Source: an optimization exercise on an open RTL-to-GDS flow (aim: small area, a short achievable clock period and few clock cycles per item). Production flows keep margins and buffers that such runs may drop. At most, simulation tests tie the RTL to the original design; equivalence was not proved.

Setup of before:
// kw_unwrap
module kw_unwrap (
    input  wire         clk,
    input  wire         rst,
    input  wire         req_valid,
    output wire         req_ready,
    input  wire         req_kek,
    input  wire         req_long,
    input  wire [319:0] req_data,
    output wire         resp_valid,
    input  wire         resp_ready,
    output wire [255:0] resp_key,
    output wire         resp_ok
);
    localparam [63:0] IV = 64'hA6A6_A6A6_A6A6_A6A6;
    localparam [1:0] G_RUN   = 2'd0,
                     G_KEXP  = 2'd1,
                     G_KDONE = 2'd2;
    reg  [1:0]   gst;
    reg          ph;         
    reg  [3:0]   m;          
    reg          kph;        
    reg  [5:0]   kidx;       
    reg          k_rot;      
    reg          k_id;       
    reg  [7:0]   k_rcon;     
    reg  [255:0] kwin;       
    reg  [255:0] klast;      
    reg  [71:0]  ks;         
    reg  [127:0] sa;         
    reg  [287:0] sb;         
    reg          v_q, kek_q, long_q;
    reg          rdy;        
    reg  [63:0]  x1p, x2p, x3p, x4p, x1q, x2q, x3q, x4q;
    reg  [4:0]   tcp, tcq;       
    reg          lngp, lngq;
    reg          runp, runq;     
    reg          parkp, parkq;   
    reg          okcp, okcq;
    reg          old;        
    reg  [127:0] sbuf;
    reg          sok;
    reg          sv;         
    reg          spre;       
    reg  [255:0] out_key;
    reg          out_ok, out_pend, out_valid;
    reg          out_free;   
    wire [127:0] rk   = kwin[255:128];
    wire [127:0] rk14 = klast[127:0];
    wire         grun = (gst == G_RUN);
    wire         cb   = ~ph;                  
    wire         bnd  = (m == 4'd0);          
    function [7:0] rcon_of(input [2:0] i);
        case (i)
            3'd1:    rcon_of = 8'h01;
            3'd2:    rcon_of = 8'h02;
  ...
Size: about 1900 flip-flops.
==> flow/config.mk <==
export PLATFORM = sky130hd
export DESIGN_NAME = kw_unwrap
export DESIGN_NICKNAME = kw_unwrap
export VERILOG_FILES = /design/flow/design.v
export SDC_FILE = /design/flow/constraint.sdc
export NUM_CORES = 8
export LEC_CHECK = 0
export CAP_MARGIN = 40
export CELL_PAD_IN_SITES_DETAIL_PLACEMENT = 1
export CELL_PAD_IN_SITES_GLOBAL_PLACEMENT = 2
export CORE_MARGIN = 2
export CORE_UTILIZATION = 36
export CTS_CLUSTER_DIAMETER = 90
export CTS_CLUSTER_SIZE = 26
export PLACE_DENSITY = 0.56
export SLEW_MARGIN = 40
export SYNTH_HIERARCHICAL = 1
==> flow/constraint.sdc <==
create_clock -name core_clock -period 12.0 [get_ports {clk}]
set_input_delay 2.4000 -clock core_clock [delete_from_list [all_inputs] [get_ports {clk}]]
set_output_delay 2.4000 -clock core_clock [all_outputs]
set_load 0.01 [all_outputs]
standard.sh (not shown) runs the stock make flow with config.mk's settings and CLKGATE_MAP_FILE= SYNTH_SCRIPT=/design/flow/synth_recipe.tcl, a recipe that flattens the netlist after the stock synthesis.
==> flow/flow/run.sh <==
#!/bin/bash
set -euo pipefail
MARGIN=${MARGIN:-8}
bash standard.sh SETUP_SLACK_MARGIN=$MARGIN "BUFFER_PORTS_ARGS=-buffer_cell sky130_fd_sc_hd__buf_2" finish > make_finish.log 2>&1
Testbench counts of before, summed over its fixed seeds: cycles 65,598, items 256.
### before -> after
Settings: CTS_CLUSTER_SIZE now 22, was 26; CTS_CLUSTER_DIAMETER now 80, was 90.
==> flow/flow/run.sh <==
#!/bin/bash
set -euo pipefail
MARGIN=${MARGIN:-8.1}
bash standard.sh SETUP_SLACK_MARGIN=$MARGIN "BUFFER_PORTS_ARGS=-buffer_cell sky130_fd_sc_hd__buf_2" finish > make_finish.log 2>&1
Notes after the runs:
Compared to before, after has count of vias placed by the detailed router about 1.2% higher. Of after and before, it is after that has the higher global routing usage summed across all routing layers. Compared with before, after shows a higher violation count after the first detailed-routing iteration. Compared after vs before, and growth of design area from synthesis to finish is up in after. From before to after the numbers moved as follows: proportion of cell area occupied by registers now smaller, worst setup slack shows an increase of 0.14 ns. Between before and after, signal arrival time at the worst endpoint decreased.

* * *

Another version of the RTL of kw_unwrap (not shown whole).
For scale: roughly 3,000 flip-flops, about 150,000 um^2 of cells after synthesis.
Settings: LEC_CHECK=0, CAP_MARGIN=40, CELL_PAD_IN_SITES_DETAIL_PLACEMENT=1, CELL_PAD_IN_SITES_GLOBAL_PLACEMENT=2, CORE_MARGIN=2, CORE_UTILIZATION=36, CTS_CLUSTER_DIAMETER=80, CTS_CLUSTER_SIZE=22, PLACE_DENSITY=0.56, SLEW_MARGIN=40, SYNTH_HIERARCHICAL=1; clock period 12.0 ns.
==> flow/flow/run.sh <==
#!/bin/bash
set -euo pipefail
MARGIN=${MARGIN:-7.6}
bash standard.sh SETUP_SLACK_MARGIN=$MARGIN "BUFFER_PORTS_ARGS=-buffer_cell sky130_fd_sc_hd__buf_2" finish > make_finish.log 2>&1
Testbench counts at the start, summed over its fixed seeds: cycles 34,862, items 256.
Change:
--- a/flow/flow/run.sh
+++ b/flow/flow/run.sh
@@ -3 +3 @@
-MARGIN=${MARGIN:-7.6}
+MARGIN=${MARGIN:-7.9}
After rerunning: Design area rose by 4.8%. Global-route usage rises by 0.49 points. Utilization rises by 2.0 points. Worst setup slack is better by 0.20 ns.

* * *

Another version of the RTL of kw_unwrap (not shown whole).
Size in the first run: ~1900 flip-flops, about 590 I/O pins.
clock: 12.0 ns
lec_check: 0
cap_margin: 40
cell_pad_in_sites_detail_placement: 1
cell_pad_in_sites_global_placement: 2
core_margin: 2
core_utilization: 30
place_density: 0.5
slew_margin: 40
synth_hierarchical: 1
==> flow/flow/run.sh <==
#!/bin/bash
set -euo pipefail
MARGIN=${MARGIN:-8}
bash standard.sh SETUP_SLACK_MARGIN=$MARGIN finish > make_finish.log 2>&1
==> next run, changes <==
- CTS_CLUSTER_DIAMETER: default -> 80
- CTS_CLUSTER_SIZE: default -> 22
Setup slack improved by 32 ps.
Register-to-register slack is worse by 40 ps.
Count of clock-buffer cells in the layout came out lower by 149.
Global-route usage falls by 0.17 points.
==> next run, changes <==
==> flow/flow/run.sh (replaced) <==
#!/bin/bash
set -euo pipefail
MARGIN=${MARGIN:-8}
bash standard.sh SETUP_SLACK_MARGIN=$MARGIN "BUFFER_PORTS_ARGS=-buffer_cell sky130_fd_sc_hd__buf_2" finish > make_finish.log 2>&1
- CAP_MARGIN: 40 -> 20
- SLEW_MARGIN: 40 -> 20
Outcome: The changed run completed with no timing, DRC or antenna violations; wire length shrinks by 0.37%; synthesized cell count does not change; final area shrinks by 1.7%; die area stays the same.
==> next run, changes <==
- CAP_MARGIN: 20 -> 40
- SLEW_MARGIN: 20 -> 40
Effect: Routed wire length is about the same; global-route usage barely changes; worst hold slack got worse by 7.9 ps.
==> next run, changes <==
==> flow/flow/run.sh (replaced) <==
#!/bin/bash
set -euo pipefail
MARGIN=${MARGIN:-8}
bash standard.sh SETUP_SLACK_MARGIN=$MARGIN finish > make_finish.log 2>&1
- CTS_CLUSTER_DIAMETER: 80 -> 100
- CTS_CLUSTER_SIZE: 22 -> 30
=> Sequential share of layout area falls by 0.34 points; global-route usage is about the same.
==> next run, changes <==
==> flow/flow/run.sh (replaced) <==
#!/bin/bash
set -euo pipefail
MARGIN=${MARGIN:-8}
bash standard.sh SETUP_SLACK_MARGIN=$MARGIN "BUFFER_PORTS_ARGS=-buffer_cell sky130_fd_sc_hd__buf_2" finish > make_finish.log 2>&1
- CTS_CLUSTER_DIAMETER: 100 -> default
- CTS_CLUSTER_SIZE: 30 -> default
The new run ran to the end with no violations; synthesized area does not change; non-clock buffer count decreases by 27; cell count increases by 1.2%; clock skew increases by 27 ps; routed wire length is about the same; setup slack got worse by 67 ps; critical path depth is unchanged; maximum frequency decreases by 1.6%.
No functional check of the RTL was part of any run of this note.

* * *

Setup of the reference run:
Another version of the RTL of kw_unwrap (not shown whole).
Size in the first run: ~9800 cells after synthesis, roughly 1900 flip-flops.
==> flow/config.mk <==
export PLATFORM = sky130hd
export DESIGN_NAME = kw_unwrap
export DESIGN_NICKNAME = kw_unwrap
export VERILOG_FILES = /design/flow/design.v
export SDC_FILE = /design/flow/constraint.sdc
export NUM_CORES = 8
export LEC_CHECK = 0
export CAP_MARGIN = 40
export CELL_PAD_IN_SITES_DETAIL_PLACEMENT = 1
export CELL_PAD_IN_SITES_GLOBAL_PLACEMENT = 2
export CORE_MARGIN = 2
export CORE_UTILIZATION = 30
export CTS_CLUSTER_DIAMETER = 80
export CTS_CLUSTER_SIZE = 22
export PLACE_DENSITY = 0.5
export SLEW_MARGIN = 40
export SYNTH_HIERARCHICAL = 1
==> flow/constraint.sdc <==
create_clock -name core_clock -period 12.0 [get_ports {clk}]
set_input_delay 2.4000 -clock core_clock [delete_from_list [all_inputs] [get_ports {clk}]]
set_output_delay 2.4000 -clock core_clock [all_outputs]
set_load 0.01 [all_outputs]
==> flow/flow/run.sh <==
#!/bin/bash
set -euo pipefail
MARGIN=${MARGIN:-8}
bash standard.sh SETUP_SLACK_MARGIN=$MARGIN "BUFFER_PORTS_ARGS=-buffer_cell sky130_fd_sc_hd__buf_2" finish > make_finish.log 2>&1
Testbench counts of the reference run, summed over its fixed seeds: cycles 65,898, items 256.
Here is what was changed in the inputs of the trial run compared with the reference run.
==> flow/flow/run.sh <==
#!/bin/bash
set -euo pipefail
MARGIN=${MARGIN:-7.8}
bash standard.sh SETUP_SLACK_MARGIN=$MARGIN "BUFFER_PORTS_ARGS=-buffer_cell sky130_fd_sc_hd__buf_2" finish > make_finish.log 2>&1
==> run notes <==
The trial run and the reference run all finish clean. From the reference run to the trial run the numbers moved as follows: number of vias after detailed routing went down 964, synthesized cell count held, time the final worst path needs with I/O delays and setup went up 0.14 ns. For the trial run, the library cell contributing the largest single delay on the critical path was xor2_1, unlike the reference run, where it was edfxtp_1.

* * *

kw_unwrap with an RTL version that a note above also has.
For scale: about 15000 cells after synthesis, about 3000 flip-flops.
==> flow/config.mk <==
export PLATFORM = sky130hd
export DESIGN_NAME = kw_unwrap
export DESIGN_NICKNAME = kw_unwrap
export VERILOG_FILES = /design/flow/design.v
export SDC_FILE = /design/flow/constraint.sdc
export NUM_CORES = 8
export LEC_CHECK = 0
export CAP_MARGIN = 40
export CELL_PAD_IN_SITES_DETAIL_PLACEMENT = 1
export CELL_PAD_IN_SITES_GLOBAL_PLACEMENT = 2
export CORE_MARGIN = 2
export CORE_UTILIZATION = 42
export CTS_CLUSTER_DIAMETER = 80
export CTS_CLUSTER_SIZE = 22
export PLACE_DENSITY = 0.62
export SLEW_MARGIN = 40
export SYNTH_HIERARCHICAL = 1
==> flow/constraint.sdc <==
create_clock -name core_clock -period 12.0 [get_ports {clk}]
set_input_delay 2.4000 -clock core_clock [delete_from_list [all_inputs] [get_ports {clk}]]
set_output_delay 2.4000 -clock core_clock [all_outputs]
set_load 0.01 [all_outputs]
==> flow/flow/run.sh <==
#!/bin/bash
set -euo pipefail
MARGIN=${MARGIN:-7.8}
bash standard.sh SETUP_SLACK_MARGIN=$MARGIN "BUFFER_PORTS_ARGS=-buffer_cell sky130_fd_sc_hd__buf_2" finish > make_finish.log 2>&1
The first run ran to the end with no violations.
Testbench counts at the start, summed over its fixed seeds: cycles 34,862, items 256.
Rerun with:
Settings changed: CELL_PAD_IN_SITES_DETAIL_PLACEMENT 1 to 0, CELL_PAD_IN_SITES_GLOBAL_PLACEMENT 2 to 1, CORE_UTILIZATION 42 to 40, PLACE_DENSITY 0.62 to 0.6.
=>
- worst setup slack improved by 0.11 ns
- fmax rises by about 2.7%
- routed wire length falls by 6.4%
- cell area falls by 1.8%
- global-route usage falls by 3.9 points

* * *

kw_unwrap again, from the RTL that the note above started with.
export LEC_CHECK = 0
export CAP_MARGIN = 40
export CELL_PAD_IN_SITES_DETAIL_PLACEMENT = 0
export CELL_PAD_IN_SITES_GLOBAL_PLACEMENT = 1
export CORE_MARGIN = 2
export CORE_UTILIZATION = 36
export CTS_CLUSTER_DIAMETER = 80
export CTS_CLUSTER_SIZE = 22
export PLACE_DENSITY = 0.56
export SLEW_MARGIN = 40
export SYNTH_HIERARCHICAL = 1
create_clock -name core_clock -period 12.0 [get_ports {clk}]
==> flow/flow/run.sh <==
#!/bin/bash
set -euo pipefail
MARGIN=${MARGIN:-8}
bash standard.sh SETUP_SLACK_MARGIN=$MARGIN "BUFFER_PORTS_ARGS=-buffer_cell sky130_fd_sc_hd__buf_2" finish > make_finish.log 2>&1
The first run produced a clean layout.
Testbench counts at the start, summed over its fixed seeds: cycles 34,862, items 256.
==> next run, changes <==
==> flow/flow/run.sh (replaced) <==
#!/bin/bash
set -euo pipefail
MARGIN=${MARGIN:-7.8}
bash standard.sh SETUP_SLACK_MARGIN=$MARGIN "BUFFER_PORTS_ARGS=-buffer_cell sky130_fd_sc_hd__buf_2" finish > make_finish.log 2>&1
CELL_PAD_IN_SITES_DETAIL_PLACEMENT = 1   (was 0)
CELL_PAD_IN_SITES_GLOBAL_PLACEMENT = 2   (was 1)
=> The changed run finished clean. Count of clock-buffer cells in the layout went up by 18. Die area does not change. Global-route usage went up by 2.9 points. Worst setup slack is worse by 0.084 ns. Final cell count went down by 0.32%. Area after synthesis does not change.
==> next run, changes <==
CELL_PAD_IN_SITES_DETAIL_PLACEMENT = 0   (was 1)
CELL_PAD_IN_SITES_GLOBAL_PLACEMENT = 0   (was 2)
After rerunning: The changed run went through all stages and came out clean. Global-route usage came out lower by 4.9 points. Non-clock buffer count is lower by 219. Clock-buffer cell count drops by 15. Hold slack loses 0.057 ns. Wire length decreases by 13%. Flip-flop and latch count does not change.

==> re-timing with driven ports <==
In the flow no input, the clock included, has a driving cell. The finished layouts below were timed again as built, in two steps. Step 1: set_driving_cell puts a clkbuf_16 on clk and a buf_2 on each other input, an assumption about the parent block. Step 2 times the ports against the registers' clock, not the clock port: input delays grow and output delays shrink by t, the midpoint of the rising clock arrivals with the driver on. Slacks: ideal / step 1 / step 2; pairs: ideal / step 1.
run | t (ns) | slack for setup (ns) | worst slew at a driven data input, ns
before | 0.923 | 7.864 / 7.864 / 7.329 | 0.25
after | 0.966 | 8.006 / 7.905 / 7.343 | 0.25
the first run of note 2 | 1.109 | 7.516 / 7.516 / 6.817 | 0.10
the second run of note 2 | 1.091 | 7.716 / 7.716 / 6.948 | 0.11
the first run of note 3 | 1.069 | 7.897 / 7.786 / 7.033 | 0.23
the second run of note 3 | 1.022 | 7.929 / 7.817 / 7.168 | 0.21
the third run of note 3 | 1.012 | 7.878 / 7.828 / 7.127 | 0.25
the fourth run of note 3 | 1.022 | 7.972 / 7.858 / 7.150 | 0.29
the fifth run of note 3 | 0.996 | 7.950 / 7.841 / 7.156 | 0.24
the sixth run of note 3 | 1.075 | 7.883 / 7.764 / 7.110 | 0.25
the reference run | 0.981 | 7.943 / 7.830 / 7.310 | 0.36
the trial run | 0.976 | 7.807 / 7.807 / 7.248 | 0.38
the first run of note 5 | 1.097 | 7.657 / 7.657 / 6.985 | 0.14
the second run of note 5 | 1.061 | 7.771 / 7.657 / 6.873 | 0.56
the first run of note 6 | 1.071 | 7.792 / 7.669 / 7.151 | 0.54
the second run of note 6 | 1.110 | 7.709 / 7.709 / 6.862 | 0.10
the third run of note 6 | 1.057 | 7.757 / 7.757 / 6.937 | 0.28
After both steps every run listed still meets setup and hold. The setup slack of the second run of note 5, which loses most, moves by -0.114 ns with the drivers and by -0.898 ns with both steps.
